From an optimization exercise on the open Yosys and OpenROAD flow, aimed at small area, a short achievable clock period and few clock cycles per item; shortcuts taken in it are not production practice. In this exercise RTL edits were held to simulation tests only and were not proved equivalent to the original.

==> design/flow/design.v <==
module fpu_lzc #(
    parameter W  = 32,
    parameter CW = 6
) (
    input  wire [W-1:0]  x,
    output reg  [CW-1:0] count
);
    integer i;
    always @* begin
        count = W[CW-1:0];
        for (i = 0; i < W; i = i + 1)
            if (x[i]) count = W[CW-1:0] - 1'b1 - i[CW-1:0];
    end
endmodule
module fpu_round (
    input  wire              sign,
    input  wire signed [9:0] exp,
    input  wire [26:0]       sig,
    input  wire [1:0]        rm,
    output reg  [31:0]       res,
    output wire              of,
    output wire              uf,
    output wire              nx
);
    wire              subn      = (exp < 10'sd1);
    wire signed [9:0] shamt_raw = 10'sd1 - exp;
    wire [4:0]        shamt     = !subn ? 5'd0 :
                                  (shamt_raw > 10'sd27) ? 5'd27 : shamt_raw[4:0];
    wire [53:0]       wide      = {sig, 27'b0} >> shamt;
    wire [26:0]       sh        = {wide[53:28], |wide[27:0]};
    wire lsb  = sh[3];
    wire g    = sh[2];
    wire rest = |sh[1:0];
    wire nx_raw = g | rest;
    reg up;
    always @* begin
        case (rm)
            2'd0:    up = g & (rest | lsb);
            2'd1:    up = 1'b0;
            2'd2:    up = sign & nx_raw;
            default: up = ~sign & nx_raw;
        endcase
    end
    wire [24:0] m = {1'b0, sh[26:3]} + {24'b0, up};
    wire g0    = sig[2];
    wire rest0 = |sig[1:0];
    wire nx0   = g0 | rest0;
    reg  up0;
    always @* begin
        case (rm)
            2'd0:    up0 = g0 & (rest0 | sig[3]);
            2'd1:    up0 = 1'b0;
            2'd2:    up0 = sign & nx0;
            default: up0 = ~sign & nx0;
        endcase
    end
    wire carry0 = (&sig[26:3]) & up0;
    wire tiny   = subn & !((exp == 10'sd0) & carry0);
    wire signed [10:0] e_fin = subn ? {10'b0, m[23]} : ({exp[9], exp} + {10'b0, m[24]});
    wire [22:0]        frac  = (!subn & m[24]) ? m[23:1] : m[22:0];
    wire               ovf   = !subn & (e_fin >= 11'sd255);
    wire to_inf = (rm == 2'd0) | ((rm == 2'd2) & sign) | ((rm == 2'd3) & ~sign);
    always @* begin
        if (ovf)
            res = to_inf ? {sign, 8'hff, 23'h0} : {sign, 8'hfe, 23'h7fffff};
        else
            res = {sign, e_fin[7:0], frac};
    end
    assign of = ovf;
    assign uf = tiny & nx_raw;
    assign nx = nx_raw | ovf;
endmodule
module fpu_addsub (
    input  wire [31:0]       a,
    input  wire [31:0]       b,
    input  wire              sub,
    input  wire [1:0]        rm,
    output wire              use_rnd,
    output wire              r_sign,
    output wire signed [9:0] r_exp,
    output wire [26:0]       r_sig,
    output reg  [31:0]       res,
    output reg  [4:0]        flags     
);
    wire       sa = a[31];
    wire       sb = b[31] ^ sub;
    wire [7:0] ea = a[30:23];
    wire [7:0] eb = b[30:23];
    wire [22:0] fa = a[22:0];
    wire [22:0] fb = b[22:0];
    wire nan_a  = (ea == 8'hff) & (fa != 0);
    wire nan_b  = (eb == 8'hff) & (fb != 0);
    wire snan   = (nan_a & ~fa[22]) | (nan_b & ~fb[22]);
    wire inf_a  = (ea == 8'hff) & (fa == 0);
    wire inf_b  = (eb == 8'hff) & (fb == 0);
    wire effsub = sa ^ sb;
    wire        swap    = b[30:0] > a[30:0];
    wire [7:0]  e_big   = swap ? eb : ea;
    wire [7:0]  e_sml   = swap ? ea : eb;
    wire [22:0] f_big   = swap ? fb : fa;
    wire [22:0] f_sml   = swap ? fa : fb;
    wire        s_big   = swap ? sb : sa;
    wire [7:0]  ee_big  = (e_big == 0) ? 8'd1 : e_big;
    wire [7:0]  ee_sml  = (e_sml == 0) ? 8'd1 : e_sml;
    wire [23:0] m_big   = {e_big != 0, f_big};
    wire [23:0] m_sml   = {e_sml != 0, f_sml};
    wire [7:0]  d       = ee_big - ee_sml;
    wire [5:0]  dd      = (d > 8'd50) ? 6'd50 : d[5:0];
    wire [99:0] b_wide  = {m_sml, 26'b0, 50'b0} >> dd;
    wire        lost    = |b_wide[49:0];
    wire [50:0] op_a    = {1'b0, m_big, 26'b0};
    wire [50:0] op_b    = {1'b0, b_wide[99:51], b_wide[50] | lost};
    wire [50:0] sum     = effsub ? (op_a - op_b) : (op_a + op_b);
    wire [5:0]  lz;
    fpu_lzc #(.W(51), .CW(6)) u_lzc (.x(sum), .count(lz));
    wire [50:0] norm    = sum << lz;
    assign r_exp  = $signed({2'b0, ee_big}) + 10'sd1 - $signed({4'b0, lz});
    assign r_sig  = {norm[50:25], |norm[24:0]};
    assign r_sign = s_big;
    reg special;
    always @* begin
        special = 1'b1;
        if (nan_a | nan_b) begin
            res   = 32'h7fc00000;
            flags = {snan, 4'b0};
        end else if (inf_a & inf_b & effsub) begin
            res   = 32'h7fc00000;
            flags = 5'b10000;
        end else if (inf_a) begin
            res   = {sa, 8'hff, 23'h0};
            flags = 5'b0;
        end else if (inf_b) begin
            res   = {sb, 8'hff, 23'h0};
            flags = 5'b0;
        end else if (sum == 0) begin
            res   = {effsub ? (rm == 2'd2) : sa, 31'b0};
            flags = 5'b0;
        end else begin
            special = 1'b0;
            res   = 32'h0;
            flags = 5'b0;
        end
    end
    assign use_rnd = ~special;
endmodule
module fpu_mul (
    input  wire [31:0]       a,
    input  wire [31:0]       b,
    input  wire [23:0]       man,
    input  wire [23:0]       mbn,
    input  wire signed [9:0] xa,
    input  wire signed [9:0] xb,
    output wire              use_rnd,
    output wire              r_sign,
    output wire signed [9:0] r_exp,
    output wire [26:0]       r_sig,
    output reg  [31:0]       res,
    output reg  [4:0]        flags     
);
    wire        sr = a[31] ^ b[31];
    wire [7:0]  ea = a[30:23];
    wire [7:0]  eb = b[30:23];
    wire [22:0] fa = a[22:0];
    wire [22:0] fb = b[22:0];
    wire nan_a  = (ea == 8'hff) & (fa != 0);
    wire nan_b  = (eb == 8'hff) & (fb != 0);
    wire snan   = (nan_a & ~fa[22]) | (nan_b & ~fb[22]);
    wire inf_a  = (ea == 8'hff) & (fa == 0);
    wire inf_b  = (eb == 8'hff) & (fb == 0);
    wire zero_a = (ea == 0) & (fa == 0);
    wire zero_b = (eb == 0) & (fb == 0);
    wire [47:0] p   = man * mbn;
    assign r_exp  = xa + xb - 10'sd127 + $signed({9'b0, p[47]});
    assign r_sig  = p[47] ? {p[47:22], |p[21:0]} : {p[46:21], |p[20:0]};
    assign r_sign = sr;
    reg special;
    always @* begin
        special = 1'b1;
        if (nan_a | nan_b) begin
            res   = 32'h7fc00000;
            flags = {snan, 4'b0};
        end else if ((inf_a & zero_b) | (zero_a & inf_b)) begin
            res   = 32'h7fc00000;
            flags = 5'b10000;
        end else if (inf_a | inf_b) begin
            res   = {sr, 8'hff, 23'h0};
            flags = 5'b0;
        end else if (zero_a | zero_b) begin
            res   = {sr, 31'b0};
            flags = 5'b0;
        end else begin
            special = 1'b0;
            res   = 32'h0;
            flags = 5'b0;
        end
    end
    assign use_rnd = ~special;
endmodule
module fpu_unpack (
    input  wire [31:0]       a,
    input  wire [31:0]       b,
    output wire [23:0]       man,
    output wire [23:0]       mbn,
    output wire signed [9:0] xa,
    output wire signed [9:0] xb
);
    wire [7:0]  ea = a[30:23];
    wire [7:0]  eb = b[30:23];
    wire [23:0] ma = {ea != 0, a[22:0]};
    wire [23:0] mb = {eb != 0, b[22:0]};
    wire [4:0]  lza, lzb;
    fpu_lzc #(.W(24), .CW(5)) u_lza (.x(ma), .count(lza));
    fpu_lzc #(.W(24), .CW(5)) u_lzb (.x(mb), .count(lzb));
    assign man = ma << lza;
    assign mbn = mb << lzb;
    assign xa = $signed({2'b0, (ea == 0) ? 8'd1 : ea}) - $signed({5'b0, lza});
    assign xb = $signed({2'b0, (eb == 0) ? 8'd1 : eb}) - $signed({5'b0, lzb});
endmodule
module fpu_divsqrt #(
    parameter K = 2
) (
    input  wire              clk,
    input  wire              rst,
    input  wire              start,
    input  wire              is_sqrt,
    input  wire [31:0]       a,
    input  wire [31:0]       b,
    input  wire [23:0]       man,
    input  wire [23:0]       mbn,
    input  wire signed [9:0] xa,
    input  wire signed [9:0] xb,
    input  wire [1:0]        rm,
    output reg               sp_hit,
    output reg  [31:0]       sp_res,
    output reg  [4:0]        sp_flags,    
    output wire              last,
    output wire              fin,
    output reg               r_sign,
    output reg signed [9:0]  r_exp,
    output wire [26:0]       r_sig,
    output reg  [1:0]        r_rm
);
    localparam N  = (26 + K - 1) / K;    
    localparam QB = K * N;               
    localparam W  = QB + 4;              
    wire [7:0]  ea = a[30:23];
    wire [7:0]  eb = b[30:23];
    wire [22:0] fa = a[22:0];
    wire [22:0] fb = b[22:0];
    wire nan_a  = (ea == 8'hff) & (fa != 0);
    wire nan_b  = (eb == 8'hff) & (fb != 0);
    wire inf_a  = (ea == 8'hff) & (fa == 0);
    wire inf_b  = (eb == 8'hff) & (fb == 0);
    wire zero_a = (ea == 0) & (fa == 0);
    wire zero_b = (eb == 0) & (fb == 0);
    wire snan_a = nan_a & ~fa[22];
    wire snan_b = nan_b & ~fb[22];
    always @* begin
        sp_hit   = 1'b1;
        sp_res   = 32'h7fc00000;
        sp_flags = 5'b0;
        if (is_sqrt) begin
            if (nan_a)
                sp_flags = {snan_a, 4'b0};
            else if (zero_a)
                sp_res = a;
            else if (a[31])
                sp_flags = 5'b10000;
            else if (inf_a)
                sp_res = a;
            else
                sp_hit = 1'b0;
        end else begin
            if (nan_a | nan_b)
                sp_flags = {snan_a | snan_b, 4'b0};
            else if ((inf_a & inf_b) | (zero_a & zero_b))
                sp_flags = 5'b10000;
            else if (inf_a)
                sp_res = {a[31] ^ b[31], 8'hff, 23'h0};
            else if (zero_b) begin
                sp_res   = {a[31] ^ b[31], 8'hff, 23'h0};
                sp_flags = 5'b01000;
            end else if (zero_a | inf_b)
                sp_res = {a[31] ^ b[31], 31'b0};
            else
                sp_hit = 1'b0;
        end
    end
    wire              a_lt_b   = man < mbn;
    wire signed [9:0] div_exp  = xa - xb + 10'sd127 - (a_lt_b ? 10'sd1 : 10'sd0);
    wire [25:0]       div_rem0 = a_lt_b ? {1'b0, man, 1'b0} : {2'b0, man};
    wire signed [9:0] sq_e     = xa - 10'sd127;
    wire [24:0]       sq_rad   = sq_e[0] ? {man, 1'b0} : {1'b0, man};
    wire signed [9:0] sq_eh    = sq_e - (sq_e[0] ? 10'sd1 : 10'sd0);
    wire signed [9:0] sq_exp   = (sq_eh >>> 1) + 10'sd127;
    localparam S_IDLE = 2'd0, S_ITER = 2'd1, S_FIN = 2'd2;
    reg [1:0]    state;
    reg [3:0]    count;
    reg          op_sqrt;
    reg [W-1:0]  rem;        
    reg [23:0]   divisor;
    reg [25:0]   rad;        
    reg [QB-1:0] q;          
    reg [W-1:0]  s, x, y, m;
    reg [W:0]    t;
    reg [QB-1:0] qq;
    reg [25:0]   rr;
    reg          sel;
    integer j;
    always @* begin
        s  = rem;
        qq = q;
        rr = rad;
        for (j = 0; j < K; j = j + 1) begin
            if (op_sqrt) begin
                x = {s[W-3:0], rr[25:24]};
                y = {qq, 2'b01};
            end else begin
                x = s;
                y = {{(W-24){1'b0}}, divisor};
            end
            t   = {1'b0, x} - {1'b0, y};
            sel = ~t[W];
            m   = sel ? t[W-1:0] : x;
            s   = op_sqrt ? m : {m[W-2:0], 1'b0};
            qq  = {qq[QB-2:0], sel};
            rr  = {rr[23:0], 2'b00};
        end
    end
    always @(posedge clk) begin
        if (rst) begin
            state <= S_IDLE;
        end else begin
            case (state)
                S_IDLE: if (start) begin
                    op_sqrt <= is_sqrt;
                    r_rm    <= rm;
                    q       <= {QB{1'b0}};
                    count   <= N - 1;
                    divisor <= mbn;
                    if (is_sqrt) begin
                        r_sign <= 1'b0;
                        r_exp  <= sq_exp;
                        rem    <= {W{1'b0}};
                        rad    <= {sq_rad, 1'b0};
                    end else begin
                        r_sign <= a[31] ^ b[31];
                        r_exp  <= div_exp;
                        rem    <= {{(W-26){1'b0}}, div_rem0};
                        rad    <= 26'b0;
                    end
                    state <= S_ITER;
                end
                S_ITER: begin
                    rem   <= s;
                    q     <= qq;
                    rad   <= rr;
                    count <= count - 4'd1;
                    if (count == 4'd0)
                        state <= S_FIN;
                end
                default: state <= S_IDLE;
            endcase
        end
    end
    assign last  = (state == S_ITER) & (count == 4'd0);
    assign fin   = (state == S_FIN);
    generate
        if (QB > 26) begin : g_extra
            assign r_sig = {q[QB-1:QB-26], (|q[QB-27:0]) | (rem != 0)};
        end else begin : g_exact
            assign r_sig = {q, rem != 0};
        end
    endgenerate
endmodule
module fpu_cvt (
    input  wire [31:0]       a,
    input  wire              to_int,     
    input  wire              is_unsigned,
    input  wire [1:0]        rm,
    output wire              use_rnd,
    output wire              r_sign,
    output wire signed [9:0] r_exp,
    output wire [26:0]       r_sig,
    output reg  [31:0]       res,
    output reg  [4:0]        flags       
);
    wire        i_neg  = ~is_unsigned & a[31];
    wire [31:0] i_mag  = i_neg ? (~a + 32'd1) : a;
    wire [5:0]  i_lz;
    fpu_lzc #(.W(32), .CW(6)) u_lzc (.x(i_mag), .count(i_lz));
    wire [31:0] i_norm = i_mag << i_lz;
    assign r_exp  = 10'sd158 - $signed({4'b0, i_lz});
    assign r_sig  = {i_norm[31:6], |i_norm[5:0]};
    assign r_sign = i_neg;
    assign use_rnd = ~to_int & (a != 32'b0);
    wire        f_sign = a[31];
    wire [7:0]  f_e    = a[30:23];
    wire [22:0] f_f    = a[22:0];
    wire        f_nan  = (f_e == 8'hff) & (f_f != 0);
    wire [7:0]  f_ee   = (f_e == 0) ? 8'd1 : f_e;
    wire [23:0] f_m    = {f_e != 0, f_f};
    wire        f_big  = f_ee >= 8'd150;
    wire [7:0]  f_lsh  = f_ee - 8'd150;
    wire [7:0]  f_rsh  = 8'd150 - f_ee;
    wire [5:0]  f_rs   = (f_rsh > 8'd32) ? 6'd32 : f_rsh[5:0];
    wire [55:0] f_wide = {f_m, 32'b0} >> f_rs;
    wire [23:0] f_int  = f_wide[55:32];
    wire        f_g    = f_big ? 1'b0 : f_wide[31];
    wire        f_st   = f_big ? 1'b0 : |f_wide[30:0];
    wire        f_nx   = f_g | f_st;
    reg up;
    always @* begin
        case (rm)
            2'd0:    up = f_g & (f_st | f_int[0]);
            2'd1:    up = 1'b0;
            2'd2:    up = f_sign & f_nx;
            default: up = ~f_sign & f_nx;
        endcase
    end
    wire [31:0] f_mag = f_big ? ({8'b0, f_m} << f_lsh[3:0]) : ({8'b0, f_int} + {31'b0, up});
    always @* begin
        res   = 32'b0;
        flags = 5'b0;
        if (!to_int) begin
            res   = 32'b0;
            flags = 5'b0;
        end else if (!is_unsigned) begin
            if (f_nan) begin
                res   = 32'b0;
                flags = 5'b10000;
            end else if (f_ee >= 8'd158) begin
                if (f_sign && f_e == 8'd158 && f_f == 0) begin
                    res   = 32'h80000000;
                end else begin
                    res   = f_sign ? 32'h80000000 : 32'h7fffffff;
                    flags = 5'b10000;
                end
            end else begin
                res   = f_sign ? (~f_mag + 32'd1) : f_mag;
                flags = {4'b0, f_nx};
            end
        end else begin
            if (f_nan) begin
                res   = 32'b0;
                flags = 5'b10000;
            end else if (f_ee >= 8'd159) begin
                res   = f_sign ? 32'h0 : 32'hffffffff;
                flags = 5'b10000;
            end else if (f_sign) begin
                res   = 32'b0;
                flags = (f_mag != 0) ? 5'b10000 : {4'b0, f_nx};
            end else begin
                res   = f_mag;
                flags = {4'b0, f_nx};
            end
        end
    end
endmodule
module fpu_cmp (
    input  wire [31:0] a,
    input  wire [31:0] b,
    input  wire [4:0]  func,
    output reg  [31:0] res,
    output reg  [4:0]  flags       
);
    wire [7:0]  ea = a[30:23];
    wire [7:0]  eb = b[30:23];
    wire [22:0] fa = a[22:0];
    wire [22:0] fb = b[22:0];
    wire nan_a  = (ea == 8'hff) & (fa != 0);
    wire nan_b  = (eb == 8'hff) & (fb != 0);
    wire snan_a = nan_a & ~fa[22];
    wire snan_b = nan_b & ~fb[22];
    wire any_nan  = nan_a | nan_b;
    wire any_snan = snan_a | snan_b;
    wire both_zero = (a[30:0] == 0) & (b[30:0] == 0);
    wire lt_total = (a[31] & ~b[31]) |
                    (~a[31] & ~b[31] & (a[30:0] < b[30:0])) |
                    (a[31] & b[31] & (a[30:0] > b[30:0]));
    wire eq  = (a == b) | both_zero;
    wire lt  = lt_total & ~both_zero;
    wire [31:0] vmin = nan_a ? (nan_b ? 32'h7fc00000 : b) : nan_b ? a : (lt_total ? a : b);
    wire [31:0] vmax = nan_a ? (nan_b ? 32'h7fc00000 : b) : nan_b ? a : (lt_total ? b : a);
    wire sub_a  = (ea == 0) & (fa != 0);
    wire zero_a = (ea == 0) & (fa == 0);
    wire inf_a  = (ea == 8'hff) & (fa == 0);
    wire norm_a = (ea != 0) & (ea != 8'hff);
    wire [9:0] cls = {nan_a & fa[22], snan_a,
                      ~a[31] & inf_a, ~a[31] & norm_a, ~a[31] & sub_a, ~a[31] & zero_a,
                       a[31] & zero_a, a[31] & sub_a, a[31] & norm_a, a[31] & inf_a};
    always @* begin
        res   = 32'b0;
        flags = 5'b0;
        case (func)
            5'h05: begin res = vmin; flags = {any_snan, 4'b0}; end
            5'h06: begin res = vmax; flags = {any_snan, 4'b0}; end
            5'h08: res = {1'b0, a[30:0]};
            5'h09: res = {~a[31], a[30:0]};
            5'h18: begin res = {31'b0, ~any_nan & eq};        flags = {any_snan, 4'b0}; end
            5'h19: begin res = {31'b0, ~any_nan & lt};        flags = {any_nan, 4'b0};  end
            5'h1a: begin res = {31'b0, ~any_nan & (lt | eq)}; flags = {any_nan, 4'b0};  end
            5'h1b: begin res = {31'b0, any_nan};              flags = {any_snan, 4'b0}; end
            5'h1c: res = {22'b0, cls};
            default: ;
        endcase
    end
endmodule
module cop1_fpu (
    input  wire        clk,
    input  wire        rst,
    input  wire        in_valid,
    output wire        in_ready,
    input  wire [4:0]  in_func,
    input  wire [1:0]  in_rm,
    input  wire [31:0] in_a,
    input  wire [31:0] in_b,
    output reg         out_valid,
    output reg  [31:0] out_result,
    output reg  [4:0]  out_flags
);
    localparam F_FADD    = 5'h00, F_FSUB    = 5'h01, F_FMUL   = 5'h02,
               F_FDIV    = 5'h03, F_FSQRT   = 5'h04,
               F_FCVTSW  = 5'h10, F_FCVTSWU = 5'h11,
               F_FCVTWS  = 5'h12, F_FCVTWUS = 5'h13;
    reg        busy;         
    reg        v0;
    reg [4:0]  f0;
    reg [1:0]  rm0;
    reg [31:0] a0, b0;
    assign in_ready = ~busy;
    wire accept = in_valid & ~busy;
    always @(posedge clk) begin
        f0  <= in_func;
        rm0 <= in_rm;
        a0  <= in_a;
        b0  <= in_b;
        if (rst) v0 <= 1'b0;
        else     v0 <= accept;
    end
    wire [23:0]       man, mbn;
    wire signed [9:0] xa, xb;
    fpu_unpack u_unpack (.a(a0), .b(b0), .man(man), .mbn(mbn), .xa(xa), .xb(xb));
    wire              add_use, mul_use, cvt_use;
    wire              add_sign, mul_sign, cvt_sign;
    wire signed [9:0] add_exp, mul_exp, cvt_exp;
    wire [26:0]       add_sig, mul_sig, cvt_sig;
    wire [31:0]       add_res, mul_res, cvt_res, cmp_res, ds_res;
    wire [4:0]        add_flags, mul_flags, cvt_flags, cmp_flags, ds_flags;
    fpu_addsub u_add (
        .a(a0), .b(b0), .sub(f0 == F_FSUB), .rm(rm0),
        .use_rnd(add_use), .r_sign(add_sign), .r_exp(add_exp), .r_sig(add_sig),
        .res(add_res), .flags(add_flags)
    );
    fpu_mul u_mul (
        .a(a0), .b(b0), .man(man), .mbn(mbn), .xa(xa), .xb(xb),
        .use_rnd(mul_use), .r_sign(mul_sign), .r_exp(mul_exp), .r_sig(mul_sig),
        .res(mul_res), .flags(mul_flags)
    );
    fpu_cvt u_cvt (
        .a(a0), .to_int(f0[1]), .is_unsigned(f0[0]), .rm(rm0),
        .use_rnd(cvt_use), .r_sign(cvt_sign), .r_exp(cvt_exp), .r_sig(cvt_sig),
        .res(cvt_res), .flags(cvt_flags)
    );
    fpu_cmp u_cmp (
        .a(a0), .b(b0), .func(f0),
        .res(cmp_res), .flags(cmp_flags)
    );
    wire is_ds = (f0 == F_FDIV) | (f0 == F_FSQRT);
    wire              ds_hit, ds_last, ds_fin, ds_sign;
    wire signed [9:0] ds_exp;
    wire [26:0]       ds_sig;
    wire [1:0]        ds_rm;
    fpu_divsqrt u_divsqrt (
        .clk(clk), .rst(rst),
        .start(v0 & is_ds & ~ds_hit), .is_sqrt(f0 == F_FSQRT),
        .a(a0), .b(b0), .man(man), .mbn(mbn), .xa(xa), .xb(xb), .rm(rm0),
        .sp_hit(ds_hit), .sp_res(ds_res), .sp_flags(ds_flags),
        .last(ds_last), .fin(ds_fin),
        .r_sign(ds_sign), .r_exp(ds_exp), .r_sig(ds_sig), .r_rm(ds_rm)
    );
    reg              e_use, e_sign;
    reg signed [9:0] e_exp;
    reg [26:0]       e_sig;
    reg [31:0]       e_res;
    reg [4:0]        e_flags;
    always @* begin
        e_use = 1'b0; e_sign = add_sign; e_exp = add_exp; e_sig = add_sig;
        case (f0)
            F_FADD, F_FSUB: begin
                e_use = add_use; e_sign = add_sign; e_exp = add_exp; e_sig = add_sig;
                e_res = add_res; e_flags = add_flags;
            end
            F_FMUL: begin
                e_use = mul_use; e_sign = mul_sign; e_exp = mul_exp; e_sig = mul_sig;
                e_res = mul_res; e_flags = mul_flags;
            end
            F_FDIV, F_FSQRT: begin
                e_res = ds_res; e_flags = ds_flags;
            end
            F_FCVTSW, F_FCVTSWU, F_FCVTWS, F_FCVTWUS: begin
                e_use = cvt_use; e_sign = cvt_sign; e_exp = cvt_exp; e_sig = cvt_sig;
                e_res = cvt_res; e_flags = cvt_flags;
            end
            default: begin
                e_res = cmp_res; e_flags = cmp_flags;
            end
        endcase
    end
    always @(posedge clk) begin
        if (rst)
            busy <= 1'b0;
        else if (accept)
            busy <= (in_func == F_FDIV) | (in_func == F_FSQRT);
        else if ((v0 & is_ds & ds_hit) | ds_last)
            busy <= 1'b0;
    end
    reg              v1, m_use, m_sign;
    reg signed [9:0] m_exp;
    reg [26:0]       m_sig;
    reg [1:0]        m_rm;
    reg [31:0]       m_res;
    reg [4:0]        m_flags;
    always @(posedge clk) begin
        if (ds_fin) begin
            m_use  <= 1'b1;
            m_sign <= ds_sign;
            m_exp  <= ds_exp;
            m_sig  <= ds_sig;
            m_rm   <= ds_rm;
        end else begin
            m_use  <= e_use;
            m_sign <= e_sign;
            m_exp  <= e_exp;
            m_sig  <= e_sig;
            m_rm   <= rm0;
        end
        m_res   <= e_res;
        m_flags <= e_flags;
        if (rst) v1 <= 1'b0;
        else     v1 <= ds_fin | (v0 & ~(is_ds & ~ds_hit));
    end
    wire [31:0] r_res;
    wire        r_of, r_uf, r_nx;
    fpu_round u_round (
        .sign(m_sign), .exp(m_exp), .sig(m_sig), .rm(m_rm),
        .res(r_res), .of(r_of), .uf(r_uf), .nx(r_nx)
    );
    always @(posedge clk) begin
        out_result <= m_use ? r_res : m_res;
        out_flags  <= m_use ? {2'b0, r_of, r_uf, r_nx} : m_flags;
        if (rst) out_valid <= 1'b0;
        else     out_valid <= v1;
    end
endmodule
==> design/flow/run.sh <==
#!/bin/bash
# synth_recipe.tcl (not shown) runs the flow's synth.tcl, then flattens the netlist and writes it again
# the make line also repeats each setting of config.mk as NAME=value (left out here)
make -C /OpenROAD-flow-scripts/flow DESIGN_CONFIG=/design/flow/config.mk WORK_HOME=/design/flow/orfs CLKGATE_MAP_FILE= SYNTH_SCRIPT=/design/flow/synth_recipe.tcl finish
==> design/flow/config.mk <==
export PLATFORM = sky130hd
export DESIGN_NAME = cop1_fpu
export DESIGN_NICKNAME = cop1_fpu
export VERILOG_FILES = /design/flow/design.v
export SDC_FILE = /design/flow/constraint.sdc
export NUM_CORES = 4
export LEC_CHECK = 0
export CAP_MARGIN = 20
export CORE_MARGIN = 2
export CORE_UTILIZATION = 40
export SLEW_MARGIN = 20
==> design/flow/constraint.sdc <==
create_clock -name core_clock -period 22.0 [get_ports {clk}]
set_input_delay 4.4000 -clock core_clock [delete_from_list [all_inputs] [get_ports {clk}]]
set_output_delay 4.4000 -clock core_clock [all_outputs]
set_load 0.01 [all_outputs]
==> summary.txt, run 1 <==
Status
  – Status: no timing/DRC/antenna violations

Min path
  – Type of the tightest min-delay check: flip-flop to flip-flop

GRT
  – Gr ovfl total: 0
  – Largest net degree at the start of global routing: 72
  – Initial antenna violation count: 18
  – First-pass GRT wire length: 388000 µm
  – Number of global-route vias before repair: 59014
  – GRT Util Overall: 0.332

Floorplan
  – Row cnt: 142
  – # IOs: 113
  – Starting Density: 0.403
  – Chip width: 393 µm
  – Die Y: 393 µm
  – Die area: 155000 µm²
  – Core area: 150000 µm²

Synth
  – Netlist cell types: 118
  – Seq/Total Area, Yosys: 0.124
  – Number of flops mapped to enable cells by yosys: 123
  – Leading area contributor after synthesis: fa_1
  – Synthesized flop and latch total: 313
  – Main area contributors after synthesis: fa_1 (16%), ha_1 (9.1%), mux2i_1 (6.4%)
  – Post-Syn Area: 60500 µm²
  – Synth async-reset ratio: 0
  – Synth warn: 10
  – Main synth FF type: dfxtp_1
  – Syn avg cell area: 7.50 µm²
  – Synth top area share: 0.162
  – Cells after Synth: 8071

Worst setup path
  – Buf/Inv on CP: 9
  – Max FO, Critical Path: 28
  – Most numerous cell on the critical path: a21oi_1
  – Slowest cell delay on critical path: 0.88 ns
  – Critical path depth: 60
  – Delay-heaviest family, CP: compound AO/OA/AOI/OAI gates
  – Worst R2R End: m_exp[8]
  – Critical path startpoint: a0[25]
  – Slowest-stage cell, CP: o21a_1
  – Critical path endpoint: m_exp[8]
  – Worst setup EP type: flip-flop
  – Reg2reg path depth: 60
  – RR Startpoint: a0[25]
  – CP Launch Type: flip-flop
  – Crit path kind: flip-flop to flip-flop
  – Worst EP arrival: 18.29 ns
  – CP required: 22.52 ns
  – Reg2reg setup slack: 4.23 ns

Finish
  – Layout cells sized above 1: 0.0634
  – Final #Nets: 8901
  – Area delta synth->final: 7.64%
  – Most frequent cells in the layout: nand2_1 (1016), nor2_1 (910), inv_1 (792)
  – Commonest non-fill, non-tap cell in the layout: nand2_1
  – Util after Layout: 0.434

Timing
  – Hold Vio Cnt, Final: 0
  – Min cycle time layout: 17.77 ns
  – Worst-margin pin slew: 1.20 ns
  – RSZ-0062 raised after global routing: false
  – Final setup viols: 0
  – Max Clock Skew: 0.0481 ns
  – Relative slew slack: 0.190
  – Max frequency: 56.3 MHz
  – Period utilization: 0.808
  – Final setup TNS: 0 ns
  – Final Max Slew Viols: 0
  – Hold_ws: 0.431 ns

Clocking
  – Clock-pin slew on the worst setup and hold paths: 0.08 ns
  – Setup bufs post-CTS: 0
  – TritonCTS Buffers: 38
  – CTS root buffer: clkbuf_16
  – CTS sink cnt: 313
  – H-tree depth: 2
  – Hold_buf cts: 0
  – PostCTS Resize Cnt: 0
  – Clock Path Buffers: 3
  – TritonCTS clock tree: yes
  – Worst skew pair latency: 0.62 ns

Run
  – Max-Cap Viols: 0

Placed design
  – Detailed Place HPWL: 205000 µm
  – Port bufs: 112
  – Final RePlAce weighted congestion: 1.07

Routing
  – DRC viols: 0
  – First-pass DRT Iterations: 10
  – 1st-iter DRT viols: 7862
  – Vias per cell: 6.19
  – Detailed Route WL: 262000 µm
  – Vias: 61617
  – WL/cell: 26.4 µm
  – Post-route ant nets: 0
## layer usage
layer / GRT usage / vias up / wire [µm]
met1: 0.462 / 30005 / 111000
met2: 0.496 / 3379 / 111000
li1: - / 27609 / -
met3: 0.0836 / 606 / 29500
met4: 0.120 / 18 / 10900
met5: 0 / - / 137
## worst register-to-register path, delay by kind of cell, from the launching register on
family,cells,cell delay (ns)
XOR/XNOR,3,1.14
buffers and inverters,9,2.51
AO/OA/AOI/OAI,24,6.75
flip-flops,1,0.32
adder cells (fa/ha/maj),11,4.48
multiplexers,3,0.80
AND/OR/NAND/NOR,10,1.71
## layout make-up
type / instances / area [µm²]
fillers: 15395 / 85000
clock inverters: 20 / 223
inverters: 822 / 3090
clock buffers: 49 / 1080
repair buffers: 292 / 2500
well taps: 2016 / 2520
diodes: 4 / 10.0
multi-input cells: 6432 / 48300
flip-flops and latches: 313 / 7500
## flip-flops by register name, summed over array words and instances (netlist names), 3 cells and up
register,flops
out_flags,5
m_flags,3
a0,32
b0,32
m_exp,10
u_divsqrt.rad,25
u_divsqrt.q,26
m_sig,27
u_divsqrt.count,4
u_divsqrt.rem,30
u_divsqrt.divisor,24
f0,5
out_result,32
u_divsqrt.r_exp,10
m_res,32
## per-stage QoR
step                      cells  setup WS (ns)  area, µm²
after global routing       9944           3.33      65200
after detailed placement   9872           4.31      63800
after global placement     9872           4.46      63800
after CTS                  9941           4.23      65100
after floorplan            8071           6.77      60500
final                      9948           4.23      65200
## how the worst min path moves through the flow
stage,from,end,slack [ns],cells after the start
after floorplan,m_res[0],out_result[0],0.41,1
after CTS,m_res[3],out_result[3],0.43,1
final,m_res[5],out_result[5],0.43,1
after detailed placement,m_res[5],out_result[5],0.42,1
after global placement,m_res[5],out_result[5],0.42,1
after global routing,m_res[5],out_result[5],0.44,1
## synth_stat cells, types with 34 or more instances
cell	n
buf_1	62
o21a_1	38
dfxtp_1	190
o21ai_1	51
a22oi_1	46
ha_1	438
o22ai_1	39
o211ai_1	100
a21boi_0	36
buf_2	34
xnor2_1	192
a31oi_1	67
inv_1	793
nand2b_1	45
o21bai_1	47
mux2_2	71
nand4_1	122
o21ai_0	448
xor2_1	69
mux2i_1	388
nor2_1	915
and2_1	74
edfxtp_1	123
nand2_1	1018
a21oi_1	589
a211oi_1	73
nor3_1	140
fa_1	490
nor4_1	51
nor2b_1	59
o31ai_1	51
nand3_1	195
a21o_1	51
clkbuf_1	389
## cells by family (layout without fill, tap and decap cells)
group,after synthesis,count (layout),share of synthesized area
buffers and inverters,1326,1183,0.0845
multiplexers,494,494,0.0894
other,1,5,0.0000619
adder cells (fa/ha/maj),928,928,0.253
AO/OA/AOI/OAI,1958,1958,0.207
XOR/XNOR,261,261,0.0378
AND/OR/NAND/NOR,2790,2790,0.205
flip-flops,313,313,0.124
Testbench counts, summed over its fixed seeds: cycles 22,941, ops 12,000.
==> inputs of run 2 (changes only) <==
--- a/design/flow/design.v
+++ b/design/flow/design.v
@@ -217,7 +217,8 @@
     assign xb = $signed({2'b0, (eb == 0) ? 8'd1 : eb}) - $signed({5'b0, lzb});
 endmodule
 module fpu_divsqrt #(
-    parameter K = 2
+    parameter KD = 5,    
+    parameter KS = 2     
 ) (
     input  wire              clk,
     input  wire              rst,
@@ -240,9 +241,12 @@
     output wire [26:0]       r_sig,
     output reg  [1:0]        r_rm
 );
-    localparam N  = (26 + K - 1) / K;    
-    localparam QB = K * N;               
-    localparam W  = QB + 4;              
+    localparam ND = (26 + KD - 1) / KD;  
+    localparam QD = KD * ND;             
+    localparam NS = (26 + KS - 1) / KS;  
+    localparam QS = KS * NS;             
+    localparam WS = QS + 4;              
+    localparam WD = 28;                  
     wire [7:0]  ea = a[30:23];
     wire [7:0]  eb = b[30:23];
     wire [22:0] fa = a[22:0];
@@ -297,36 +301,99 @@
     reg [1:0]    state;
     reg [3:0]    count;
     reg          op_sqrt;
-    reg [W-1:0]  rem;        
-    reg [23:0]   divisor;
+    reg [WD-1:0] ws, wc;
+    reg [24:0]   dd;         
+    reg [QD-1:0] qp, qn;     
+    reg [WD-1:0] s2, c2, md, ns, nc;
+    reg [3:0]    yh;
+    reg          qpos, qneg;
+    reg [QD-1:0] qpp, qnn;
+    integer j;
+    always @* begin
+        ns  = ws;
+        nc  = wc;
+        qpp = qp;
+        qnn = qn;
+        for (j = 0; j < KD; j = j + 1) begin
+            s2   = {ns[WD-2:0], 1'b0};
+            c2   = {nc[WD-2:0], 1'b0};
+            yh   = s2[WD-1:WD-4] + c2[WD-1:WD-4];
+            qpos = ~yh[3];
+            qneg = yh[3] & (yh != 4'b1111);
+            md   = qpos ? ~{{(WD-25){1'b0}}, dd} : qneg ? {{(WD-25){1'b0}}, dd} : {WD{1'b0}};
+            ns   = s2 ^ c2 ^ md;
+            nc   = {((s2[WD-2:0] & c2[WD-2:0]) | (s2[WD-2:0] & md[WD-2:0]) | (c2[WD-2:0] & md[WD-2:0])), qpos};
+            qpp  = {qpp[QD-2:0], qpos};
+            qnn  = {qnn[QD-2:0], qneg};
+        end
+    end
+    wire [WD-1:0] wr     = ws + wc;
+    wire          wneg   = wr[WD-1];
+    wire [WD-1:0] wrd    = wr + {{(WD-25){1'b0}}, dd};
+    wire          dstick = wneg ? (wrd != 0) : (wr != 0);
+    wire [QD-1:0] qf     = qp + ~qn + {{(QD-1){1'b0}}, ~wneg};
+    wire [26:0]   dsig;
+    generate
+        if (QD > 26) begin : g_dx
+            assign dsig = {qf[QD-1:QD-26], (|qf[QD-27:0]) | dstick};
+        end else begin : g_de
+            assign dsig = {qf, dstick};
+        end
+    endgenerate
+    reg [WS-1:0] rem;        
     reg [25:0]   rad;        
-    reg [QB-1:0] q;          
-    reg [W-1:0]  s, x, y, m;
-    reg [W:0]    t;
-    reg [QB-1:0] qq;
+    reg [QS-1:0] q;          
+    reg [WS-1:0] s, x, y;
+    reg [WS:0]   t;
+    reg [QS-1:0] qq;
     reg [25:0]   rr;
     reg          sel;
-    integer j;
+    integer i;
     always @* begin
         s  = rem;
         qq = q;
         rr = rad;
-        for (j = 0; j < K; j = j + 1) begin
-            if (op_sqrt) begin
-                x = {s[W-3:0], rr[25:24]};
-                y = {qq, 2'b01};
-            end else begin
-                x = s;
-                y = {{(W-24){1'b0}}, divisor};
-            end
+        for (i = 0; i < KS; i = i + 1) begin
+            x   = {s[WS-3:0], rr[25:24]};
+            y   = {{(WS-QS-2){1'b0}}, qq, 2'b01};
             t   = {1'b0, x} - {1'b0, y};
-            sel = ~t[W];
-            m   = sel ? t[W-1:0] : x;
-            s   = op_sqrt ? m : {m[W-2:0], 1'b0};
-            qq  = {qq[QB-2:0], sel};
+            sel = ~t[WS];
+            s   = sel ? t[WS-1:0] : x;
+            qq  = {qq[QS-2:0], sel};
             rr  = {rr[23:0], 2'b00};
         end
     end
+    wire [26:0] ssig;
+    generate
+        if (QS > 26) begin : g_sx
+            assign ssig = {q[QS-1:QS-26], (|q[QS-27:0]) | (rem != 0)};
+        end else begin : g_se
+            assign ssig = {q, rem != 0};
+        end
+    endgenerate
+    always @(posedge clk) begin
+        if (start & is_sqrt) begin
+            q   <= {QS{1'b0}};
+            rem <= {WS{1'b0}};
+            rad <= {sq_rad, 1'b0};
+        end else begin
+            rem <= s;
+            q   <= qq;
+            rad <= rr;
+        end
+        if (start & ~is_sqrt) begin
+            ws  <= {{(WD-26){1'b0}}, div_rem0};
+            wc  <= {WD{1'b0}};
+            dd  <= {mbn, 1'b0};
+            qp  <= {QD{1'b0}};
+            qn  <= {QD{1'b0}};
+        end else begin
+            ws  <= ns;
+            wc  <= nc;
+            qp  <= qpp;
+            qn  <= qnn;
+        end
+    end
     always @(posedge clk) begin
         if (rst) begin
             state <= S_IDLE;
@@ -335,26 +402,18 @@
                 S_IDLE: if (start) begin
                     op_sqrt <= is_sqrt;
                     r_rm    <= rm;
-                    q       <= {QB{1'b0}};
-                    count   <= N - 1;
-                    divisor <= mbn;
                     if (is_sqrt) begin
+                        count  <= NS - 1;
                         r_sign <= 1'b0;
                         r_exp  <= sq_exp;
-                        rem    <= {W{1'b0}};
-                        rad    <= {sq_rad, 1'b0};
                     end else begin
+                        count  <= ND - 1;
                         r_sign <= a[31] ^ b[31];
                         r_exp  <= div_exp;
-                        rem    <= {{(W-26){1'b0}}, div_rem0};
-                        rad    <= 26'b0;
                     end
                     state <= S_ITER;
                 end
                 S_ITER: begin
-                    rem   <= s;
-                    q     <= qq;
-                    rad   <= rr;
                     count <= count - 4'd1;
                     if (count == 4'd0)
                         state <= S_FIN;
@@ -365,13 +424,7 @@
     end
     assign last  = (state == S_ITER) & (count == 4'd0);
     assign fin   = (state == S_FIN);
-    generate
-        if (QB > 26) begin : g_extra
-            assign r_sig = {q[QB-1:QB-26], (|q[QB-27:0]) | (rem != 0)};
-        end else begin : g_exact
-            assign r_sig = {q, rem != 0};
-        end
-    endgenerate
+    assign r_sig = op_sqrt ? ssig : dsig;
 endmodule
 module fpu_cvt (
     input  wire [31:0]       a,
@@ -619,8 +672,8 @@
     reg signed [9:0] m_exp;
     reg [26:0]       m_sig;
     reg [1:0]        m_rm;
-    reg [31:0]       m_res;
-    reg [4:0]        m_flags;
+    wire [31:0]      m_res   = {m_exp, m_sig[26:5]};
+    wire [4:0]       m_flags = m_sig[4:0];
     always @(posedge clk) begin
         if (ds_fin) begin
             m_use  <= 1'b1;
@@ -631,12 +684,9 @@
         end else begin
             m_use  <= e_use;
             m_sign <= e_sign;
-            m_exp  <= e_exp;
-            m_sig  <= e_sig;
+            {m_exp, m_sig} <= e_use ? {e_exp, e_sig} : {e_res, e_flags};
             m_rm   <= rm0;
         end
-        m_res   <= e_res;
-        m_flags <= e_flags;
         if (rst) v1 <= 1'b0;
         else     v1 <= ds_fin | (v0 & ~(is_ds & ~ds_hit));
     end
==> summary.txt, run 2 <==
Status
  – Status: no timing/DRC/antenna violations (unchanged)

Timing
  – Min cycle time layout: 17.99 ns (was 17.77 ns)
  – Period utilization: 0.818 (was 0.808)
  – Final worst slack: 4.01 ns (was 4.23 ns)
  – Hold Vio Cnt, Final: 0 (unchanged)
  – Final setup TNS: 0 ns (unchanged)
  – Max frequency: 55.6 MHz (was 56.3 MHz)
  – Relative slew slack: 0.189 (was 0.190)
  – Max Clock Skew: 0.0472 ns (was 0.0481 ns)
  – Hold_ws: 0.437 ns (was 0.431 ns)
  – Worst-margin pin slew: 1.21 ns (was 1.20 ns)
  – RSZ-0062 raised after global routing: false (unchanged)
  – Final setup viols: 0 (unchanged)
  – Final Max Slew Viols: 0 (unchanged)

Synth
  – Multiplexer area fraction after synthesis: 0.0829 (was 0.0894)
  – Post-Syn Area: 71000 µm² (was 60500 µm²)
  – Main area contributors after synthesis: fa_1 (17%), dfxtp_1 (9.8%), ha_1 (9.4%) (was fa_1 (16%), ha_1 (9.1%), mux2i_1 (6.4%))
  – Post-synthesis adder-cell area fraction: 0.267 (was 0.253)
  – Synthesized flop and latch total: 391 (was 313)
  – Cells after Synth: 9485 (was 8071)
  – Main synth FF type: dfxtp_1 (unchanged)
  – Post-synthesis compound-gate area fraction: 0.208 (was 0.207)
  – Synth warn: 10 (unchanged)
  – Synth top area share: 0.173 (was 0.162)
  – Most frequent cells after synthesis: nand2_1 (1124), inv_1 (1026), nor2_1 (996), a21oi_1 (692), fa_1 (613) (was nand2_1 (1018), nor2_1 (915), inv_1 (793), a21oi_1 (589), fa_1 (490))
  – Number of flops mapped to enable cells by yosys: 42 (was 123)
  – Synth async-reset ratio: 0 (unchanged)
  – Largest family of logic cells by synthesized area: adder cells (unchanged)
  – Seq/Total Area, Yosys: 0.116 (was 0.124)
  – Netlist cell types: 120 (was 118)
  – Most frequent cell after synthesis: nand2_1 (unchanged)
  – Post-synthesis simple-gate area fraction: 0.196 (was 0.205)
  – Leading area contributor after synthesis: fa_1 (unchanged)
  – Xor/xnor cell area share of the yosys netlist: 0.0414 (was 0.0378)
  – Syn avg cell area: 7.48 µm² (was 7.50 µm²)

Clocking
  – CTS root buffer: clkbuf_16 (unchanged)
  – CTS sink cnt: 391 (was 313)
  – PostCTS Resize Cnt: 0 (unchanged)
  – Setup bufs post-CTS: 0 (unchanged)
  – Clock Path Buffers: 3 (unchanged)
  – TritonCTS Buffers: 50 (was 38)
  – Worst skew pair latency: 0.68 ns (was 0.62 ns)
  – TritonCTS clock tree: yes (unchanged)
  – Hold_buf cts: 0 (unchanged)
  – Clock-pin slew on the worst setup and hold paths: 0.07 ns (was 0.08 ns)
  – H-tree depth: 2 (unchanged)

GRT
  – First-pass GRT wire length: 465000 µm (was 388000 µm)
  – GRT Util Overall: 0.341 (was 0.332)
  – Initial antenna violation count: 13 (was 18)
  – Number of global-route vias before repair: 68944 (was 59014)
  – Gr ovfl total: 0 (unchanged)
  – Largest net degree at the start of global routing: 84 (was 72)

Min path
  – Type of the tightest min-delay check: flip-flop to flip-flop (unchanged)
  – Worst hold stages: 2 (was 1)
  – Min-delay src: u_divsqrt.rad[14] (was m_res[5])
  – Hold Path End: u_divsqrt.rad[18] (was out_result[5])

Worst setup path
  – Worst EP arrival: 18.51 ns (was 18.29 ns)
  – Reg2reg setup slack: 4.01 ns (was 4.23 ns)
  – Crit path kind: flip-flop to flip-flop (unchanged)
  – Worst setup EP type: flip-flop (unchanged)
  – Slowest-stage cell, CP: nor4_1 (was o21a_1)
  – Slowest cell delay on critical path: 0.82 ns (was 0.88 ns)
  – Reg2reg path depth: 50 (was 60)
  – CP required: 22.51 ns (was 22.52 ns)
  – RR Startpoint: b0[22] (was a0[25])
  – Worst R2R End: m_sig[20] (was m_exp[8])
  – Max FO, Critical Path: 73 (was 28)
  – CP Launch Type: flip-flop (unchanged)

Floorplan
  – Core area: 176000 µm² (was 150000 µm²)
  – # IOs: 113 (unchanged)
  – Chip width: 425 µm (was 393 µm)
  – Starting Density: 0.403 (about the same)
  – Die Y: 425 µm (was 393 µm)
  – Die area: 181000 µm² (was 155000 µm²)
  – Row cnt: 154 (was 142)

Routing
  – DRC viols: 0 (unchanged)
  – Vias per cell: 6.10 (was 6.19)
  – Vias: 71043 (was 61617)
  – Detailed Route WL: 315000 µm (was 262000 µm)
  – 1st-iter DRT viols: 7822 (was 7862)
  – Post-route ant nets: 0 (unchanged)
  – First-pass DRT Iterations: 6 (was 10)
  – WL/cell: 27.0 µm (was 26.4 µm)

Finish
  – Final #Nets: 10488 (was 8901)
  – Layout cells sized above 1: 0.0583 (was 0.0634)
  – Regs by FF count: a0: 32 flops, b0: 32 flops, out_result: 32 flops
  – Area delta synth->final: 7.92% (was 7.64%)
  – Util after Layout: 0.435 (was 0.434)
  – Reg area: 8250 µm² (was 7500 µm²)
  – Most frequent cells in the layout: nand2_1 (1122), inv_1 (1024), nor2_1 (990) (was nand2_1 (1016), nor2_1 (910), inv_1 (792))
  – Commonest non-fill, non-tap cell in the layout: nand2_1 (unchanged)
  – Layout fillers: 18024 (was 15395)
  – Area occupied by multi-input gates: 57000 µm² (was 48300 µm²)

Placed design
  – Port bufs: 112 (unchanged)
  – Dpl ws: 4.57 ns (was 4.31 ns)
  – Detailed Place HPWL: 247000 µm (was 205000 µm)
  – Final RePlAce weighted congestion: 1.02 (was 1.07)

Run
  – Max-Cap Viols: 0 (unchanged)
[run 2: cells by family (layout without fill, tap and decap cells)]
kind of cell	Yosys count	in the layout
fa+ha+maj	1148	1148
compound gates	2295	2295
mux	572	572
simple gates	3102	3102
flops	391	391
other cells	1	4
buf+inv	1641	1463
xor+xnor	335	335
[run 2: through the flow]
step / instances / instance area [µm²]
2_1_floorplan: 9486 / 71000
4_1_cts: 11647 / 76600
6_report: 11650 / 76600
5_1_grt: 11649 / 76600
3_3_place_gp: 11552 / 74700
3_5_place_dp: 11553 / 74800
[run 2: metal layers]
| layer | vias to the layer above | GRT usage | share of wire |
|---|---|---|---|
| li1 | 32071 | - | - |
| met1 | 34814 | 0.452 | 0.41 |
| met2 | 3497 | 0.536 | 0.44 |
| met3 | 649 | 0.0557 | 0.085 |
| met4 | 12 | 0.174 | 0.061 |
| met5 | - | 0 | 0.00026 |
[run 2: layout make-up]
class | instances | share of cell area
multi-input cells | 7454 | 0.744
diodes | 2 | 0.0000653
inverters | 1040 | 0.0510
well taps | 2340 | 0.0382
clock buffers | 63 | 0.0187
flip-flops and latches | 391 | 0.108
clock inverters | 31 | 0.00477
repair buffers | 329 | 0.0360
[run 2: worst max-delay path: cells and delay by family (launching register included)]
| family | cells | cell delay [ns] |
|---|---|---|
| XOR/XNOR | 1 | 0.17 |
| flip-flops | 1 | 0.64 |
| AND/OR/NAND/NOR | 21 | 7.40 |
| buffers and inverters | 8 | 2.76 |
| adder cells (fa/ha/maj) | 3 | 1.09 |
| AO/OA/AOI/OAI | 17 | 5.69 |
[run 2: worst max path at each step]
| stage | start | endpoint |
|---|---|---|
| after CTS | b0[22] | m_exp[6] |
| after global routing | b0[22] | m_exp[6] |
| after global placement | b0[22] | m_sig[20] |
| after detailed placement | b0[22] | m_exp[6] |
| final | b0[22] | m_sig[20] |
| after floorplan | a0[1] | m_exp[8] |
Testbench counts of run 2, summed over its fixed seeds: cycles 18,328, ops 12,000.
==> inputs of run 3 (changes only) <==
--- a/design/flow/design.v
+++ b/design/flow/design.v
@@ -3,14 +3,43 @@
     parameter CW = 6
 ) (
     input  wire [W-1:0]  x,
-    output reg  [CW-1:0] count
+    output wire [CW-1:0] count
 );
-    integer i;
-    always @* begin
-        count = W[CW-1:0];
-        for (i = 0; i < W; i = i + 1)
-            if (x[i]) count = W[CW-1:0] - 1'b1 - i[CW-1:0];
-    end
+    localparam L = (W < 2) ? 1 : (W < 4) ? 2 : (W < 8) ? 3 : (W < 16) ? 4 :
+                   (W < 32) ? 5 : (W < 64) ? 6 : 7;    
+    localparam N = 1 << L;               
+    wire [N-1:0] xp = {x, 1'b1, {(N-W-1){1'b0}}};
+    wire [N-1:0]   z [0:L];
+    wire [N*L-1:0] c [0:L];
+    assign z[0] = ~xp;
+    assign c[0] = {(N*L){1'b0}};
+    genvar l, n;
+    generate
+        for (l = 1; l <= L; l = l + 1) begin : g_lvl
+            for (n = 0; n < (N >> l); n = n + 1) begin : g_node
+                wire zh = z[l-1][2*n+1];
+                wire zl = z[l-1][2*n];
+                assign z[l][n] = zh & zl;
+                if (l == 1) begin : g_first
+                    assign c[l][n*L +: 1] = zh;
+                end else begin : g_rest
+                    wire [l-2:0] ch = c[l-1][(2*n+1)*L +: (l-1)];
+                    wire [l-2:0] cl = c[l-1][(2*n)*L +: (l-1)];
+                    assign c[l][n*L +: l] = zh ? {1'b1, cl} : {1'b0, ch};
+                end
+            end
+            assign z[l][N-1:(N >> l)] = {(N - (N >> l)){1'b0}};
+            for (n = 0; n < (N >> l); n = n + 1) begin : g_pad
+                if (l < L) begin : g_p
+                    assign c[l][n*L + l +: (L - l)] = {(L - l){1'b0}};
+                end
+            end
+            if ((N >> l) < N) begin : g_top
+                assign c[l][N*L-1:(N >> l)*L] = {((N - (N >> l))*L){1'b0}};
+            end
+        end
+    endgenerate
+    assign count = c[L][CW-1:0];
 endmodule
 module fpu_round (
     input  wire              sign,
@@ -101,10 +130,13 @@
     wire [22:0] f_sml   = swap ? fa : fb;
     wire        s_big   = swap ? sb : sa;
     wire [7:0]  ee_big  = (e_big == 0) ? 8'd1 : e_big;
-    wire [7:0]  ee_sml  = (e_sml == 0) ? 8'd1 : e_sml;
     wire [23:0] m_big   = {e_big != 0, f_big};
     wire [23:0] m_sml   = {e_sml != 0, f_sml};
-    wire [7:0]  d       = ee_big - ee_sml;
+    wire [7:0]  eea     = (ea == 0) ? 8'd1 : ea;
+    wire [7:0]  eeb     = (eb == 0) ? 8'd1 : eb;
+    wire [7:0]  d_ab    = eea - eeb;
+    wire [7:0]  d_ba    = eeb - eea;
+    wire [7:0]  d       = swap ? d_ba : d_ab;
     wire [5:0]  dd      = (d > 8'd50) ? 6'd50 : d[5:0];
     wire [99:0] b_wide  = {m_sml, 26'b0, 50'b0} >> dd;
     wire        lost    = |b_wide[49:0];
@@ -132,7 +164,7 @@
         end else if (inf_b) begin
             res   = {sb, 8'hff, 23'h0};
             flags = 5'b0;
-        end else if (sum == 0) begin
+        end else if (effsub ? (a[30:0] == b[30:0]) : ((a[30:0] == 0) & (b[30:0] == 0))) begin
             res   = {effsub ? (rm == 2'd2) : sa, 31'b0};
             flags = 5'b0;
         end else begin
@@ -170,7 +202,9 @@
     wire zero_a = (ea == 0) & (fa == 0);
     wire zero_b = (eb == 0) & (fb == 0);
     wire [47:0] p   = man * mbn;
-    assign r_exp  = xa + xb - 10'sd127 + $signed({9'b0, p[47]});
+    wire signed [9:0] e0 = xa + xb - 10'sd127;
+    wire signed [9:0] e1 = xa + xb - 10'sd126;
+    assign r_exp  = p[47] ? e1 : e0;
     assign r_sig  = p[47] ? {p[47:22], |p[21:0]} : {p[46:21], |p[20:0]};
     assign r_sign = sr;
     reg special;
@@ -234,12 +268,11 @@
     output reg               sp_hit,
     output reg  [31:0]       sp_res,
     output reg  [4:0]        sp_flags,    
-    output wire              last,
-    output wire              fin,
-    output reg               r_sign,
-    output reg signed [9:0]  r_exp,
-    output wire [26:0]       r_sig,
-    output reg  [1:0]        r_rm
+    output wire              can_start,
+    output wire              sq_tok,
+    output wire              fin2,
+    output wire [31:0]       res,
+    output wire [4:0]        flags
 );
     localparam ND = (26 + KD - 1) / KD;  
     localparam QD = KD * ND;             
@@ -297,10 +330,14 @@
     wire [24:0]       sq_rad   = sq_e[0] ? {man, 1'b0} : {1'b0, man};
     wire signed [9:0] sq_eh    = sq_e - (sq_e[0] ? 10'sd1 : 10'sd0);
     wire signed [9:0] sq_exp   = (sq_eh >>> 1) + 10'sd127;
-    localparam S_IDLE = 2'd0, S_ITER = 2'd1, S_FIN = 2'd2;
+    localparam S_IDLE = 2'd0, S_ITER = 2'd1, S_FIN1 = 2'd2, S_FIN2 = 2'd3;
     reg [1:0]    state;
     reg [3:0]    count;
     reg          op_sqrt;
+    reg          r_sign;
+    reg signed [9:0] r_exp;
+    reg [1:0]    r_rm;
+    reg [26:0]   r_sig;
     reg [WD-1:0] ws, wc;
     reg [24:0]   dd;         
     reg [QD-1:0] qp, qn;     
@@ -399,7 +436,7 @@
             state <= S_IDLE;
         end else begin
             case (state)
-                S_IDLE: if (start) begin
+                S_IDLE, S_FIN2: if (start) begin
                     op_sqrt <= is_sqrt;
                     r_rm    <= rm;
                     if (is_sqrt) begin
@@ -412,19 +449,36 @@
                         r_exp  <= div_exp;
                     end
                     state <= S_ITER;
+                end else begin
+                    state <= S_IDLE;
                 end
                 S_ITER: begin
                     count <= count - 4'd1;
                     if (count == 4'd0)
-                        state <= S_FIN;
+                        state <= S_FIN1;
+                end
+                default: begin
+                    r_sig <= op_sqrt ? ssig : dsig;
+                    state <= S_FIN2;
                 end
-                default: state <= S_IDLE;
             endcase
         end
     end
-    assign last  = (state == S_ITER) & (count == 4'd0);
-    assign fin   = (state == S_FIN);
-    assign r_sig = op_sqrt ? ssig : dsig;
+    assign can_start = (state == S_IDLE) | (state == S_FIN2);
+    assign fin2      = (state == S_FIN2);
+    generate
+        if (NS > ND) begin : g_sqtok
+            assign sq_tok = (state == S_ITER) & op_sqrt & (count == ND);
+        end else begin : g_sqtok0
+            assign sq_tok = 1'b0;
+        end
+    endgenerate
+    wire r_of, r_uf, r_nx;
+    fpu_round u_round (
+        .sign(r_sign), .exp(r_exp), .sig(r_sig), .rm(r_rm),
+        .res(res), .of(r_of), .uf(r_uf), .nx(r_nx)
+    );
+    assign flags = {2'b0, r_of, r_uf, r_nx};
 endmodule
 module fpu_cvt (
     input  wire [31:0]       a,
@@ -576,20 +630,24 @@
                F_FDIV    = 5'h03, F_FSQRT   = 5'h04,
                F_FCVTSW  = 5'h10, F_FCVTSWU = 5'h11,
                F_FCVTWS  = 5'h12, F_FCVTWUS = 5'h13;
-    reg        busy;         
+    localparam KD = 4;
+    localparam ND = (26 + KD - 1) / KD;
+    localparam TL = ND + 3;
     reg        v0;
     reg [4:0]  f0;
     reg [1:0]  rm0;
     reg [31:0] a0, b0;
-    assign in_ready = ~busy;
-    wire accept = in_valid & ~busy;
+    wire       go0;           
+    assign in_ready = ~v0 | go0;
     always @(posedge clk) begin
-        f0  <= in_func;
-        rm0 <= in_rm;
-        a0  <= in_a;
-        b0  <= in_b;
-        if (rst) v0 <= 1'b0;
-        else     v0 <= accept;
+        if (in_ready) begin
+            f0  <= in_func;
+            rm0 <= in_rm;
+            a0  <= in_a;
+            b0  <= in_b;
+        end
+        if (rst)           v0 <= 1'b0;
+        else if (in_ready) v0 <= in_valid;
     end
     wire [23:0]       man, mbn;
     wire signed [9:0] xa, xb;
@@ -620,18 +678,29 @@
         .res(cmp_res), .flags(cmp_flags)
     );
     wire is_ds = (f0 == F_FDIV) | (f0 == F_FSQRT);
-    wire              ds_hit, ds_last, ds_fin, ds_sign;
-    wire signed [9:0] ds_exp;
-    wire [26:0]       ds_sig;
-    wire [1:0]        ds_rm;
-    fpu_divsqrt u_divsqrt (
+    wire              ds_hit, ds_can, ds_sqtok, ds_fin2;
+    wire [31:0]       dq_res;
+    wire [4:0]        dq_flags;
+    reg               started0;   
+    wire              ds0   = v0 & is_ds & ~ds_hit;
+    wire              start = ds0 & ~started0 & ds_can;
+    fpu_divsqrt #(.KD(KD)) u_divsqrt (
         .clk(clk), .rst(rst),
-        .start(v0 & is_ds & ~ds_hit), .is_sqrt(f0 == F_FSQRT),
+        .start(start), .is_sqrt(f0 == F_FSQRT),
         .a(a0), .b(b0), .man(man), .mbn(mbn), .xa(xa), .xb(xb), .rm(rm0),
         .sp_hit(ds_hit), .sp_res(ds_res), .sp_flags(ds_flags),
-        .last(ds_last), .fin(ds_fin),
-        .r_sign(ds_sign), .r_exp(ds_exp), .r_sig(ds_sig), .r_rm(ds_rm)
+        .can_start(ds_can), .sq_tok(ds_sqtok), .fin2(ds_fin2),
+        .res(dq_res), .flags(dq_flags)
     );
+    assign go0 = v0 & (~ds0 | (start & (f0 != F_FSQRT)) | (started0 & ds_sqtok));
+    always @(posedge clk) begin
+        if (rst)
+            started0 <= 1'b0;
+        else if (start & (f0 == F_FSQRT))
+            started0 <= 1'b1;
+        else if (ds_sqtok)
+            started0 <= 1'b0;
+    end
     reg              e_use, e_sign;
     reg signed [9:0] e_exp;
     reg [26:0]       e_sig;
@@ -660,35 +729,20 @@
             end
         endcase
     end
-    always @(posedge clk) begin
-        if (rst)
-            busy <= 1'b0;
-        else if (accept)
-            busy <= (in_func == F_FDIV) | (in_func == F_FSQRT);
-        else if ((v0 & is_ds & ds_hit) | ds_last)
-            busy <= 1'b0;
-    end
-    reg              v1, m_use, m_sign;
+    reg              v1, t1, m_use, m_sign;
     reg signed [9:0] m_exp;
     reg [26:0]       m_sig;
     reg [1:0]        m_rm;
     wire [31:0]      m_res   = {m_exp, m_sig[26:5]};
     wire [4:0]       m_flags = m_sig[4:0];
     always @(posedge clk) begin
-        if (ds_fin) begin
-            m_use  <= 1'b1;
-            m_sign <= ds_sign;
-            m_exp  <= ds_exp;
-            m_sig  <= ds_sig;
-            m_rm   <= ds_rm;
-        end else begin
-            m_use  <= e_use;
-            m_sign <= e_sign;
-            {m_exp, m_sig} <= e_use ? {e_exp, e_sig} : {e_res, e_flags};
-            m_rm   <= rm0;
-        end
+        m_use  <= e_use;
+        m_sign <= e_sign;
+        {m_exp, m_sig} <= e_use ? {e_exp, e_sig} : {e_res, e_flags};
+        m_rm   <= rm0;
+        t1     <= ds0;
         if (rst) v1 <= 1'b0;
-        else     v1 <= ds_fin | (v0 & ~(is_ds & ~ds_hit));
+        else     v1 <= go0;
     end
     wire [31:0] r_res;
     wire        r_of, r_uf, r_nx;
@@ -696,10 +750,21 @@
         .sign(m_sign), .exp(m_exp), .sig(m_sig), .rm(m_rm),
         .res(r_res), .of(r_of), .uf(r_uf), .nx(r_nx)
     );
+    localparam DW = 38;
+    reg  [TL-3:0]        dv;
+    reg  [DW*(TL-2)-1:0] dl;
+    wire [DW-1:0]        d2 = {t1, m_use ? r_res : m_res,
+                               m_use ? {2'b0, r_of, r_uf, r_nx} : m_flags};
+    wire [DW-1:0]        dlast = dl[DW*(TL-2)-1 -: DW];
+    always @(posedge clk) begin
+        dl <= {dl[DW*(TL-3)-1:0], d2};
+        if (rst) dv <= {(TL-2){1'b0}};
+        else     dv <= {dv[TL-4:0], v1};
+    end
     always @(posedge clk) begin
-        out_result <= m_use ? r_res : m_res;
-        out_flags  <= m_use ? {2'b0, r_of, r_uf, r_nx} : m_flags;
+        out_result <= dlast[DW-1] ? dq_res   : dlast[36:5];
+        out_flags  <= dlast[DW-1] ? dq_flags : dlast[4:0];
         if (rst) out_valid <= 1'b0;
-        else     out_valid <= v1;
+        else     out_valid <= dv[TL-3];
     end
 endmodule
--- a/design/flow/config.mk
+++ b/design/flow/config.mk
@@ -7,5 +7,6 @@
 export LEC_CHECK = 0
 export CAP_MARGIN = 20
 export CORE_MARGIN = 2
-export CORE_UTILIZATION = 40
+export CORE_UTILIZATION = 55
+export SETUP_SLACK_MARGIN = 5
 export SLEW_MARGIN = 20
==> summary.txt, run 3 <==
Status
  – Status: no timing/DRC/antenna violations (unchanged)

Finish
  – Max reg flops: 304
  – Finished Cell Area: 88000 µm² (was 76600 µm²)
  – Layout fillers: 13269 (was 18024)
  – Final #Nets: 11282 (was 10488)
  – Most frequent cells in the layout: nand2_1 (1102), nor2_1 (1055), inv_1 (995) (was nand2_1 (1122), inv_1 (1024), nor2_1 (990))
  – Post-Layout Cell Count: 12080 (was 11650)
  – Layout cells sized above 1: 0.0679 (was 0.0583)

Placed design
  – Final RePlAce weighted congestion: 1.12 (was 1.02)
  – DP Area: 85100 µm² (was 74800 µm²)
  – Dpl ws: 5.69 ns (was 4.57 ns)
  – Port bufs: 112 (unchanged)

Routing
  – WL/cell: 28.1 µm (was 27.0 µm)
  – DRC viols: 0 (unchanged)
  – Detailed Route WL: 339000 µm (was 315000 µm)
  – Vias per cell: 6.62 (was 6.10)

GRT
  – Initial antenna violation count: 23 (was 13)
  – Gr ovfl total: 0 (unchanged)
  – First-pass GRT wire length: 505000 µm (was 465000 µm)

Floorplan
  – Die Y: 390 µm (was 425 µm)
  – Die area: 152000 µm² (was 181000 µm²)
  – Row cnt: 141 (was 154)
  – Core area: 148000 µm² (was 176000 µm²)

Worst setup path
  – Worst R2R End: m_sig[22] (was m_sig[20])
  – Delay-heaviest family, CP: compound AO/OA/AOI/OAI gates (was simple AND/OR/NAND/NOR gates)
  – Max FO, Critical Path: 31 (was 73)
  – Most numerous cell on the critical path: fa_1
  – Critical path startpoint: a0[26] (was b0[22])
  – Critical path depth: 44 (was 50)
  – Slowest cell delay on critical path: 1.07 ns (was 0.82 ns)

Timing
  – Hold_ws: 0.311 ns (was 0.437 ns)
  – Final setup viols: 0 (unchanged)
  – Max Clock Skew: 0.0606 ns (was 0.0472 ns)
  – Period utilization: 0.737 (was 0.818)
  – Hold Vio Cnt, Final: 0 (unchanged)
  – Relative slew slack: 0.133 (was 0.189)

Synth
  – Syn avg cell area: 7.98 µm² (was 7.48 µm²)
  – Synthesized flop and latch total: 727 (was 391)
  – Seq/Total Area, Yosys: 0.195 (was 0.116)
  – Most frequent cell after synthesis: nand2_1 (unchanged)
  – Most frequent cells after synthesis: nand2_1 (1104), nor2_1 (1067), inv_1 (997), a21oi_1 (757), mux2i_1 (611) (was nand2_1 (1124), inv_1 (1026), nor2_1 (996), a21oi_1 (692), fa_1 (613))

Clocking
  – Clock Path Buffers: 3 (unchanged)
  – Setup bufs post-CTS: 0 (unchanged)

Run
  – Max-Cap Viols: 0 (unchanged)
-- run 3: timing repair --
action                                  in CTS  in global routing
endpoints found under the setup margin       0                 22
resized for setup                            0                  7
hold buffers                                 0                  0
-- run 3: routing by layer --
layer	wire, µm	part of all wire	GRT usage	vias up
met5	130	0.00038	0	-
met1	126000	0.37	0.540	38308
met2	143000	0.42	0.660	5171
met3	37700	0.11	0.121	1551
li1	-	-	-	34968
met4	32200	0.095	0.335	20
-- run 3: cell type report --
| class | instances | area, µm² | area share |
|---|---|---|---|
| Antenna cell | 10 | 25.0 | 0.000284 |
| Multi-Input combinational cell | 7892 | 60100 | 0.682 |
| Clock buffer | 102 | 2220 | 0.0252 |
| Tap cell | 1930 | 2410 | 0.0274 |
| Clock inverter | 44 | 554 | 0.00630 |
| Inverter | 1024 | 3870 | 0.0439 |
| Timing Repair Buffer | 351 | 2910 | 0.0331 |
| Sequential cell | 727 | 16000 | 0.181 |
-- run 3: worst reg2reg max path, delay by kind of cell, from the launching register on --
family / cells / cell delay [ns]
flip-flops: 1 / 0.75
XOR/XNOR: 1 / 0.14
buffers and inverters: 7 / 2.23
adder cells (fa/ha/maj): 8 / 3.80
AND/OR/NAND/NOR: 9 / 2.52
multiplexers: 4 / 1.23
AO/OA/AOI/OAI: 15 / 5.43
-- run 3: worst min-delay path by stage --
stage | cells after the start | end | startpoint
floorplan | 0 | dl[100] | dl[62]
global placement | 0 | dl[272] | dl[234]
detailed placement | 0 | dl[303] | dl[265]
CTS | 0 | dl[223] | dl[185]
global route | 0 | dl[229] | dl[191]
finish | 0 | dl[40] | dl[2]
-- run 3: metrics by stage --
stage,util
after floorplan,-
final,0.595
after global placement,0.576
after detailed placement,0.576
after CTS,0.595
after global routing,0.595
-- run 3: kinds of logic (layout without fill, tap and decap cells) --
kind of cell               Yosys count  after routing  share of synthesized area
adders and majority gates         1134           1134                      0.228
and+or+nand+nor                   3295           3295                      0.183
other                                0             10                          0
xor gates and xnor gates           372            372                     0.0398
muxes                              716            716                     0.0929
buffers and inverters             1637           1521                     0.0778
DFF                                727            727                      0.195
AOI/OAI and AO/OA                 2375           2375                      0.184
Testbench counts of run 3, summed over its fixed seeds: cycles 14,207, ops 12,000.

[separate check: timing with driven ports]
The results above use ideal ports. As a check the final layouts listed here were re-extracted and re-timed, cells and wires unchanged. Step 1 assumes that a clkbuf_16 drives the clock port and a buf_2 every other input. Step 2 also shifts input and output timing later by t, the mid clock arrival at the registers, as if the neighbouring blocks saw the same clock. Three values: ideal, step 1, step 2; two values: the first two.
run	t (ns)	setup slack, ns	hold slack, ns	clock arrival spread, ns
run 1	0.685	4.228 / 4.228 / 4.228	0.431 / 0.431 / 0.431	0.054 / 0.054
run 2	0.728	4.008 / 4.008 / 4.008	0.437 / 0.437 / 0.437	0.048 / 0.047
run 3	0.806	5.794 / 5.794 / 5.794	0.311 / 0.311 / 0.311	0.061 / 0.061
After both steps every run listed still meets setup and hold.
